What follows belongs to an exercise in optimizing a design on an open flow for small area, a short achievable clock period and few clock cycles per item; a production flow would make more cautious choices.
No functional check of the RTL was part of this run.
Power is estimated from default activity; no workload was simulated.

==> design.v <==
module blk_enc (
    input  wire         clk,
    input  wire         rst_n,
    input  wire         in_valid,
    output wire         in_ready,
    input  wire [31:0]  in_data,
    input  wire [4:0]   cfg_fmt,
    input  wire [1:0]   cfg_mode,
    input  wire [31:0]  cfg_seed,
    input  wire [31:0]  cfg_idx,
    output wire         out_valid,
    input  wire         out_ready,
    output wire [15:0]  out_head,
    output wire [255:0] out_elems,
    output wire         out_overflow,
    output wire [5:0]   out_lost
);
    localparam [31:0] C0 = 32'h9E3779B9;
    localparam [31:0] C1 = 32'h85EBCA6B;
    localparam [31:0] C2 = 32'hC2B2AE35;
    localparam [1:0] MODE_RNE = 2'd0, MODE_RTZ = 2'd1, MODE_SR = 2'd2;
    integer i;
    function [1:0] f_m;                      
        input [4:0] f;
        case (f)
            5'h0A, 5'h0D, 5'h0B, 5'h0F: f_m = 2'd3;
            5'h0E, 5'h10:               f_m = 2'd2;
            default:                    f_m = 2'd1;
        endcase
    endfunction
    function [3:0] f_bias;
        input [4:0] f;
        case (f)
            5'h0A, 5'h0D: f_bias = 4'd7;
            5'h0E:        f_bias = 4'd15;
            5'h10:        f_bias = 4'd3;
            default:      f_bias = 4'd1;
        endcase
    endfunction
    function [3:0] f_emax;
        input [4:0] f;
        case (f)
            5'h0A, 5'h0D: f_emax = 4'd8;
            5'h0E:        f_emax = 4'd15;
            5'h10:        f_emax = 4'd4;
            default:      f_emax = 4'd2;
        endcase
    endfunction
    function [1:0] f_sbit;                   
        input [4:0] f;
        case (f)
            5'h0A, 5'h0D, 5'h0E:        f_sbit = 2'd3;    
            5'h0B, 5'h0F, 5'h10:        f_sbit = 2'd2;    
            default:                    f_sbit = 2'd1;    
        endcase
    endfunction
    function [1:0] f_sigm;
        input [4:0] f;
        case (f)
            5'h0A, 5'h0D, 5'h0E, 5'h10: f_sigm = 2'd1;
            5'h0B, 5'h0F:               f_sigm = 2'd2;
            default:                    f_sigm = 2'd0;
        endcase
    endfunction
    function [4:0] msb24;
        input [23:0] x;
        integer k;
        begin
            msb24 = 5'd0;
            for (k = 0; k < 24; k = k + 1)
                if (x[k]) msb24 = k[4:0];
        end
    endfunction
    function [4:0] tz24;
        input [23:0] x;
        integer k;
        begin
            tz24 = 5'd24;
            for (k = 23; k >= 0; k = k - 1)
                if (x[k]) tz24 = k[4:0];
        end
    endfunction
    function signed [9:0] hfun;
        input [30:0] a;
        input [1:0]  sm;
        reg   [4:0]  p;
        reg   [23:0] ns;
        reg          gt;
        reg   signed [9:0] lg;
        begin
            if (a[30:23] != 8'd0) begin
                lg = $signed({2'b00, a[30:23]}) - 10'sd127;
                ns = {1'b1, a[22:0]};
            end else begin
                p  = msb24({1'b0, a[22:0]});
                lg = $signed({5'b00000, p}) - 10'sd149;
                ns = {1'b0, a[22:0]} << (5'd23 - p);
            end
            case (sm)
                2'd1:    gt = ns[22] & ns[21] & (ns[20:0] != 21'd0);
                2'd2:    gt = ns[22] & ns[21] & ns[20] & (ns[19:0] != 20'd0);
                default: gt = ns[22] & (ns[21:0] != 22'd0);
            endcase
            hfun = lg + {9'd0, gt};
        end
    endfunction
    reg  [4:0]  ph;           
    reg  [4:0]  in_j;         
    reg         rd_active;    
    reg  [4:0]  rd_j;         
    reg         in_ready_r;
    reg         skid_full;    
    reg         out_valid_r;
    reg  [4:0]  out_j;        
    wire adv   = !skid_full;
    wire fire  = in_valid && in_ready_r;
    wire empty = !rd_active && (in_j == 5'd0);
    wire rd_go = rd_active && (rd_j == ph) && adv;
    wire complete = fire && (in_j == 5'd31);
    reg  [1023:0] ring;
    wire [31:0]   slot0  = ring[31:0];
    wire [31:0]   slot31 = ring[1023:992];
    always @(posedge clk)
        ring <= {fire ? in_data : slot0, ring[1023:32]};
    reg  [4:0]  fmt_in;
    reg  [1:0]  mode_in;
    reg         lf;           
    reg  [4:0]  lj;           
    reg  [30:0] rmax;         
    reg         r_nan, r_inf;
    reg         f_nan, f_inf;
    reg  signed [9:0] hf [0:3];
    reg  [3:0]  zf;
    wire [30:0] w_mag  = (slot31[30:23] == 8'hFF) ? 31'd0 : slot31[30:0];
    wire        w_nan  = (slot31[30:23] == 8'hFF) && (slot31[22:0] != 23'd0);
    wire        w_inf  = (slot31[30:23] == 8'hFF) && (slot31[22:0] == 23'd0);
    wire [30:0] newmax = ((lj[2:0] == 3'd0) || (w_mag > rmax)) ? w_mag : rmax;
    wire        nnan   = ((lj == 5'd0) ? 1'b0 : r_nan) | w_nan;
    wire        ninf   = ((lj == 5'd0) ? 1'b0 : r_inf) | w_inf;
    always @(posedge clk) begin
        if (fire && in_j == 5'd0) begin
            fmt_in  <= cfg_fmt;
            mode_in <= cfg_mode;
        end
        if (lf) begin
            rmax  <= newmax;
            r_nan <= nnan;
            r_inf <= ninf;
            if (lj[2:0] == 3'd7) begin
                hf[lj[4:3]] <= hfun(newmax, f_sigm(fmt_in));
                zf[lj[4:3]] <= (newmax == 31'd0);
            end
            if (lj == 5'd31) begin
                f_nan <= nnan;
                f_inf <= ninf;
            end
        end
    end
    reg  [31:0] ma, mq;
    reg  [4:0]  mcnt;
    wire [32:0] msum = {1'b0, ma} + (mq[0] ? {1'b0, C0} : 33'd0);
    wire        mb30 = ma[0] ^ mq[0];
    wire        mb31 = (ma[1] ^ (ma[0] & mq[0])) ^ mq[1];
    wire [31:0] h_base = {mb31, mb30, mq[31:2]};
    always @(posedge clk) begin
        if (fire && in_j == 5'd0) begin
            ma   <= cfg_seed;
            mq   <= cfg_idx;
            mcnt <= 5'd0;
        end else if (mcnt != 5'd30) begin
            ma   <= msum[32:1];
            mq   <= {msum[0], mq[31:1]};
            mcnt <= mcnt + 5'd1;
        end
    end
    reg  [31:0] hpre;
    always @(posedge clk) begin
        if (complete)
            hpre <= h_base;
        else if (rd_go)
            hpre <= hpre + C0;
    end
    reg  [4:0] fmt_mid;
    reg  [1:0] mode_mid;
    always @(posedge clk)
        if (rd_go && rd_j == 5'd0) begin
            fmt_mid  <= fmt_in;
            mode_mid <= mode_in;
        end
    wire       out_free = !out_valid_r || out_ready;
    reg        v1, v2, v3;
    wire       skid_full_n = skid_full ? !out_free : (v3 && !out_free);
    wire [4:0] ph_n        = (fire && empty) ? 5'd1 : ph + 5'd1;
    wire [4:0] in_j_n      = in_j + {4'd0, fire};
    wire       rd_active_n = complete || (rd_active && !(rd_go && rd_j == 5'd31));
    wire [4:0] rd_j_n      = rd_j + {4'd0, rd_go};
    wire       empty_n     = !rd_active_n && (in_j_n == 5'd0);
    wire       in_ready_n  = empty_n ||
                             ((ph_n == in_j_n) &&
                              (!rd_active_n || (rd_j_n > in_j_n) ||
                               ((rd_j_n == in_j_n) && !skid_full_n)));
    always @(posedge clk) begin
        if (!rst_n) begin
            ph         <= 5'd0;
            in_j       <= 5'd0;
            rd_active  <= 1'b0;
            rd_j       <= 5'd0;
            in_ready_r <= 1'b0;
            skid_full  <= 1'b0;
            lf         <= 1'b0;
        end else begin
            ph         <= ph_n;
            in_j       <= in_j_n;
            rd_active  <= rd_active_n;
            rd_j       <= rd_j_n;
            in_ready_r <= in_ready_n;
            skid_full  <= skid_full_n;
            lf         <= fire;
        end
        lj <= in_j;
    end
    reg  [31:0] d1;
    reg  [31:0] g1;
    reg         first1;
    reg  [1:0]  fac1;
    wire [31:0] hx0 = hpre ^ (hpre >> 16);
    wire [31:0] hm1 = hx0 * C1;
    always @(posedge clk) begin
        if (!rst_n)
            v1 <= 1'b0;
        else if (adv)
            v1 <= rd_go;
        if (adv) begin
            d1     <= slot0;
            g1     <= hm1;
            first1 <= (rd_j == 5'd0);
            fac1   <= rd_j[4:3];
        end
    end
    reg  [15:0] c_head;
    reg         c_ovf;
    reg         c_spec;       
    reg  [8:0]  c_zb;         
    reg  [1:0]  c_m;
    reg  [1:0]  c_sbit;
    reg  [1:0]  c_mode;
    reg  signed [9:0] p_hm;
    reg               p_any;
    reg  signed [9:0] p_e;
    reg  signed [9:0] p_g;
    reg  [1:0]        p_sh [0:3];
    reg  [7:0]        p_scale;
    wire              p_bead = (fmt_mid == 5'h0A) || (fmt_mid == 5'h0B) || (fmt_mid == 5'h0C);
    wire              p_nan  = f_nan || f_inf;
    always @(*) begin
        p_hm  = -10'sd512;
        p_any = 1'b0;
        for (i = 0; i < 4; i = i + 1)
            if (!zf[i]) begin
                if (!p_any || hf[i] > p_hm) p_hm = hf[i];
                p_any = 1'b1;
            end
        p_e = p_hm - $signed({6'd0, f_emax(fmt_mid)});
        if (p_e < -10'sd127) p_e = -10'sd127;
        for (i = 0; i < 4; i = i + 1) begin
            p_g = p_e + $signed({6'd0, f_emax(fmt_mid)}) - hf[i];
            if (!p_bead || zf[i])
                p_sh[i] = 2'd0;
            else if (p_g > 10'sd3)
                p_sh[i] = 2'd3;
            else
                p_sh[i] = p_g[1:0];
        end
        p_scale = p_e[7:0] + 8'd127;
    end
    wire load_par = adv && v1 && first1;
    always @(posedge clk)
        if (load_par) begin
            if (p_nan) begin
                c_head <= 16'h00FF;
                c_ovf  <= f_inf;
                c_spec <= 1'b1;
            end else if (!p_any) begin
                c_head <= 16'h0000;
                c_ovf  <= 1'b0;
                c_spec <= 1'b1;
            end else begin
                c_head <= {p_sh[3], p_sh[2], p_sh[1], p_sh[0], p_scale};
                c_ovf  <= 1'b0;
                c_spec <= 1'b0;
            end
            c_zb   <= {1'b0, p_scale} + 9'd24 - {5'd0, f_bias(fmt_mid)};
            c_m    <= f_m(fmt_mid);
            c_sbit <= f_sbit(fmt_mid);
            c_mode <= mode_mid;
        end
    reg  [31:0] d2;
    reg  [31:0] g2;
    reg  [1:0]  fac2;
    reg         first2;
    wire [31:0] hx1 = g1 ^ (g1 >> 13);
    wire [31:0] hm2 = hx1 * C2;
    always @(posedge clk) begin
        if (!rst_n)
            v2 <= 1'b0;
        else if (adv)
            v2 <= v1;
        if (adv) begin
            d2     <= d1;
            g2     <= hm2 ^ (hm2 >> 16);
            fac2   <= fac1;
            first2 <= first1;
        end
    end
    wire        b_sign = d2[31];
    wire [7:0]  b_exp  = d2[30:23];
    wire [23:0] b_s    = {(b_exp != 8'd0), d2[22:0]};
    wire [7:0]  b_expc = (b_exp == 8'd0) ? 8'd1 : b_exp;
    wire        b_nz   = (b_s != 24'd0);
    wire [4:0]  b_lz   = msb24(b_s);
    wire [4:0]  b_tz   = tz24(b_s);
    wire [1:0]  b_sh   = c_head[8 + 2*fac2 +: 2];
    wire signed [10:0] b_dd = $signed({2'b00, c_zb}) - $signed({9'd0, b_sh}) - $signed({3'b000, b_expc});
    wire signed [10:0] b_mx = (b_dd > $signed({6'd0, b_lz})) ? b_dd : $signed({6'd0, b_lz});
    wire signed [10:0] b_s3 = b_mx + 11'sd3 - $signed({9'd0, c_m});    
    wire [5:0]  b_sa   = (b_s3 > 11'sd62) ? 6'd63 : b_s3[5:0];
    wire [58:0] b_r    = {b_s, 35'd0} >> b_sa;
    wire [3:0]  b_q    = b_r[35:32];
    wire [31:0] b_fr   = b_r[31:0];
    wire        b_rest = b_nz && ({1'b0, b_tz} + 6'd4 < b_sa);
    wire        b_upn  = b_fr[31] && (b_rest || b_q[0]);
    wire        b_ups  = (g2 < b_fr);
    wire        b_up   = (c_mode == MODE_RNE) ? b_upn :
                         (c_mode == MODE_SR)  ? b_ups : 1'b0;
    wire signed [10:0] b_eb = $signed({6'd0, b_lz}) - b_dd;
    wire [4:0]  b_ebase = (b_eb < 11'sd0) ? 5'd0 : b_eb[4:0];
    reg         s3_sign, s3_up, s3_nz, s3_spec;
    reg  [3:0]  s3_q;
    reg  [4:0]  s3_eb;
    reg  [1:0]  s3_m, s3_sbit;
    always @(posedge clk) begin
        if (!rst_n)
            v3 <= 1'b0;
        else if (adv)
            v3 <= v2;
        if (adv) begin
            s3_sign <= b_sign;
            s3_up   <= b_up;
            s3_nz   <= b_nz;
            s3_spec <= c_spec;
            s3_q    <= b_q;
            s3_eb   <= b_ebase;
            s3_m    <= c_m;
            s3_sbit <= c_sbit;
        end
    end
    wire [4:0]  c_qr  = {1'b0, s3_q} + {4'd0, s3_up};
    wire [6:0]  c_mag = ({2'b00, s3_eb} << s3_m) + {2'b00, c_qr};
    reg  [7:0]  c_code;
    always @(*) begin
        c_code = 8'd0;
        if (c_qr != 5'd0 && !s3_spec) begin
            c_code = {1'b0, c_mag};
            c_code[{s3_sbit, 1'b1}] = s3_sign;
        end
    end
    wire        c_lost = !s3_spec && s3_nz && (c_qr == 5'd0);
    reg  [7:0]   sk_code;
    reg          sk_lost;
    reg  [15:0]  head_r;
    reg  [255:0] elems_r;
    reg          ovf_r;
    reg  [5:0]   lost_r;
    wire         o_wr   = skid_full ? out_free : (v3 && out_free);
    wire [7:0]   o_code = skid_full ? sk_code : c_code;
    wire         o_lost = skid_full ? sk_lost : c_lost;
    always @(posedge clk) begin
        if (!rst_n) begin
            out_valid_r <= 1'b0;
            out_j       <= 5'd0;
        end else begin
            out_valid_r <= (o_wr && out_j == 5'd31) || (out_valid_r && !out_ready);
            if (o_wr)
                out_j <= out_j + 5'd1;
        end
        if (!skid_full && v3 && !out_free) begin
            sk_code <= c_code;
            sk_lost <= c_lost;
        end
        if (o_wr) begin
            elems_r[{out_j, 3'b000} +: 8] <= o_code;
            if (out_j == 5'd0) begin
                head_r <= c_head;
                ovf_r  <= c_ovf;
                lost_r <= {5'd0, o_lost};
            end else
                lost_r <= lost_r + {5'd0, o_lost};
        end
    end
    assign in_ready     = in_ready_r;
    assign out_valid    = out_valid_r;
    assign out_head     = head_r;
    assign out_elems    = elems_r;
    assign out_overflow = ovf_r;
    assign out_lost     = lost_r;
endmodule
==> run.sh <==
#!/bin/bash
# synth_recipe.tcl (not shown) runs the flow's synth.tcl, then flattens the netlist and writes it again
# the make line also repeats each setting of config.mk as NAME=value (left out here)
make -C /OpenROAD-flow-scripts/flow DESIGN_CONFIG=/design/flow/config.mk WORK_HOME=/design/flow/orfs CLKGATE_MAP_FILE= SYNTH_SCRIPT=/design/flow/synth_recipe.tcl finish
==> config.mk <==
export PLATFORM = sky130hd
export DESIGN_NAME = blk_enc
export DESIGN_NICKNAME = blk_enc
export VERILOG_FILES = /design/flow/design.v
export SDC_FILE = /design/flow/constraint.sdc
export NUM_CORES = 4
export LEC_CHECK = 0
export CAP_MARGIN = 20
export CORE_MARGIN = 2
export CORE_UTILIZATION = 40
export PLACE_DENSITY = 0.6
export SLEW_MARGIN = 20
==> constraint.sdc <==
create_clock -name core_clock -period 30.0 [get_ports {clk}]
set_input_delay 6.0000 -clock core_clock [delete_from_list [all_inputs] [get_ports {clk}]]
set_output_delay 6.0000 -clock core_clock [all_outputs]
set_load 0.01 [all_outputs]
==> flow_metrics.env <==
export IMPL_status="complete, no violations"
export IMPL_postPlaceCellArea_um2=86100
export IMPL_synth_nets=7850
export IMPL_clkLatencyLatePin_ps=840
export IMPL_fin_area_um2=91900
export IMPL_ir_worst_vdd_mv=0.0553
export IMPL_cp_max_fo=20
export IMPL_r2r_end="c_head[9]"
export IMPL_drt_pass1_iterations=6
export IMPL_synth_main_ff_cell="dfxtp_1"
export IMPL_drt_iter0_markers=3513
export IMPL_worst_setup_path_end_kind="flip-flop"
export IMPL_cp_start_kind="flip-flop"
export IMPL_h_tree_depth=4
export IMPL_rsz0062_at_grt="no"
export IMPL_fin_nets=8280
export IMPL_ioPinCount=388
export IMPL_tightest_slew_ps=1240
export IMPL_cp_required_ps=30520
export IMPL_seq_area_frac_synth_pct=51.9
export IMPL_dp_cells=9604
export IMPL_dp_hpwl_um=148000
export IMPL_stdcell_count=9926
export IMPL_gr_total_overflow=0
export IMPL_cts_resized=0
export IMPL_dieArea_um2=202000
export IMPL_ant_nets=0
export IMPL_drt_total_wl_um=193000
export IMPL_fin_crit_ps=15240
export IMPL_max_clock_freq_mhz=65.6
export IMPL_wl_per_cell_um=19.4
export IMPL_yosysUniqueCellTypes=117
export IMPL_via_count=49100
export IMPL_cts_buffers=171
export IMPL_drc=0
export IMPL_cts_sinks=1722
export IMPL_cts_setup_buffers=0
export IMPL_grt_pass1_vias=48900
export IMPL_slew_violations=0
export IMPL_total_power_mw=6.08
export IMPL_p_leak_nw=39.1
export IMPL_hold_path_depth=0
export IMPL_final_common_cell="dfxtp_1"
export IMPL_layout_common_cells="1062 x dfxtp_1, 824 x inv_1, 660 x edfxtp_1"
export IMPL_avgSynthCellArea_um2=11.8
export IMPL_async_flop_share_pct=0
export IMPL_cts_tree="built"
export IMPL_grt_max_degree=187
export IMPL_setup_violations=0
export IMPL_clock_skew_ps=93.7
export IMPL_r2r_start="zf[0]"
export IMPL_syn_area_um2=79200
export IMPL_core_um2=197000
export IMPL_ff2ff_setup_slack_ps=14760
export IMPL_synth_cells=6707
export IMPL_drv_cap=0
export IMPL_die_w_um=449
export IMPL_rows=163
export IMPL_crit_end="c_head[9]"
export IMPL_cp_slowest_cell="xnor2_1"
export IMPL_start_util_pct=40.2
export IMPL_final_period_utilization_pct=50.8
export IMPL_grt_util_all_layers_pct=19.1
export IMPL_hold_buffers=0
export IMPL_synth_edf_count=660
export IMPL_reg2reg_depth=57
export IMPL_die_h_um=449
export IMPL_drive_gt1_share_pct=7.14
export IMPL_numPortBuffers=387
export IMPL_slew_headroom_pct=17.6
export IMPL_cp_startpoint="zf[0]"
export IMPL_worstSetupPathType="flip-flop to flip-flop"
export IMPL_power_density_nw_per_um2=66.1
export IMPL_clk_pin_slew_ps=60
export IMPL_gp_congestion=0.928
export IMPL_cts_root_buf="clkbuf_16"
export IMPL_critPathArrivalTime_ps=15760
export IMPL_grt_pass1_wl_um=298000
export IMPL_area_growth_pct=16.1
export IMPL_fin_setup_tns_ps=0
export IMPL_hold_viol_final=0
export IMPL_synth_seq_cells=1722
export IMPL_antenna_found_initial=2
export IMPL_yosys_warnings=2
export IMPL_critPathMaxStageDelay_ps=730
export IMPL_min_path_type="flip-flop to flip-flop"
export IMPL_vias_per_cell=4.94
export IMPL_clockBufferDepth=3
==> logic make-up after synthesis <==
logic type	count (synthesis)	synth area share (%)
fa+ha+maj	1037	20.2
buf+inv	1001	4.83
simple gates	1353	8.14
flops	1722	51.9
compound gates	1034	8.13
mux	207	2.82
xor+xnor	352	3.93
other cells	1	0.00474
==> metrics by stage <==
stage / setup slack [ps] / utilization (%) / hold WS (ps)
6_report: 14760 / 46.7 / 266
4_1_cts: 14810 / 46.7 / 270
3_3_place_gp: 15100 / 43.7 / 310
5_1_grt: 13560 / 46.7 / 277
2_1_floorplan: 15010 / - / 310
3_5_place_dp: 14860 / 43.7 / 312
==> worst min-delay path by stage <==
stage               startpoint  slack, ps   endpoint
CTS                  ring[639]        270  ring[607]
detailed placement   ring[574]        310  ring[542]
floorplan             ring[32]        310    ring[0]
finish               ring[639]        270  ring[607]
global placement     ring[327]        310  ring[295]
global route         ring[639]        280  ring[607]
==> synthesized netlist by cell type (8+ instances only) <==
cell type	count	area, µm²
or2_2	16	100
nor2b_1	63	394
inv_1	825	3100
nor3_1	100	500
mux2i_1	106	1060
nand2_1	521	1960
o211ai_1	24	180
nand2b_1	57	357
nor4_1	35	219
nor3b_1	10	75.1
o21ai_0	409	2050
a31oi_1	32	200
fa_1	407	8150
nand3b_1	8	60.1
a21oi_1	210	1050
xnor2_1	225	1970
and3_1	34	213
o31ai_1	16	120
o21a_1	24	180
a211oi_1	20	150
mux2_2	97	1090
nor2_1	257	965
o22ai_1	23	144
a21o_1	74	556
nand3_1	110	551
and2_1	51	319
dfxtp_1	1062	21300
o21ai_1	12	60.1
edfxtp_1	660	19800
xor2_1	124	1090
o21bai_1	32	240
buf_2	11	55.1
clkbuf_1	143	537
nand4_1	36	225
ha_1	629	7870
a22oi_1	9	67.6
a21boi_0	17	128
or3_1	13	81.3
==> sequential cells by signal, summed over array words and instances, names as in the netlist, 6 cells and up <==
signal   count
lost_r       6
elems_r    256
d2          32
d1          32
c_zb         9
head_r      16
g2          32
g1          32
hf          40
ring      1024
mq          32
c_head      16
ma          32
rmax        31
sk_code      8
hpre        32
==> report_power, final <==
group | internal, mW | total, mW | switching, mW | leakage, nW
clock | 1.24 | 2.16 | 0.923 | 2.87
sequential | 2.70 | 2.80 | 0.108 | 15.1
combinational | 0.426 | 1.11 | 0.689 | 21.1
==> area by class of cell <==
cell class,count,area (µm²)
clock buffer,225,4860
timing repair buffer,427,4190
multi-input combinational,3984,34400
tap,2640,3300
antenna,1,2.50
fill,17900,105000
inverter,831,3120
sequential,1722,41100
clock inverter,96,972
==> worst max-delay path, delay by kind of cell (launching register included) <==
kind	cells	cell delay, ps
buffers and inverters	5	700
DFF	1	670
AOI/OAI and AO/OA	22	5030
muxes	1	440
xor gates and xnor gates	2	810
and+or+nand+nor	20	4780
adders and majority gates	7	2540
==> metal layers <==
metal	vias to the layer above	share of wire [%]	track usage (%)
met4	0	3.1	6.28
met3	263	4.7	2.91
li1	23700	-	-
met2	1168	47	30.9
met1	24000	46	26.1
met5	-	0	0

## re-timing with driven ports
In the flow no input, the clock included, has a driving cell. The finished layout below was timed again as built, in two steps. Step 1 (the two cells are an assumption about what drives the block):
set clk [get_ports {clk}]
set_driving_cell -lib_cell sky130_fd_sc_hd__clkbuf_16 $clk
set_driving_cell -lib_cell sky130_fd_sc_hd__buf_2 [delete_from_list [all_inputs] $clk]
Step 2 adds t to the input delays and takes it off the output delays; t is the mean of the earliest and latest rising clock arrival at the registers after step 1. Input paths then give back, and output paths get back, about the clock's delay inside the block. Three values: ideal, step 1, step 2; two values: the first two.
t (ns): 0.877
setup WS [ns]: 14.760 / 14.760 / 14.760
worst setup path at the end: register to register
worst data-port slew with drivers (ns): 0.07
After both steps this run still meets setup and hold. For this run, drivers alone change the setup slack by 0.000 ns; drivers and shift together by 0.000 ns.
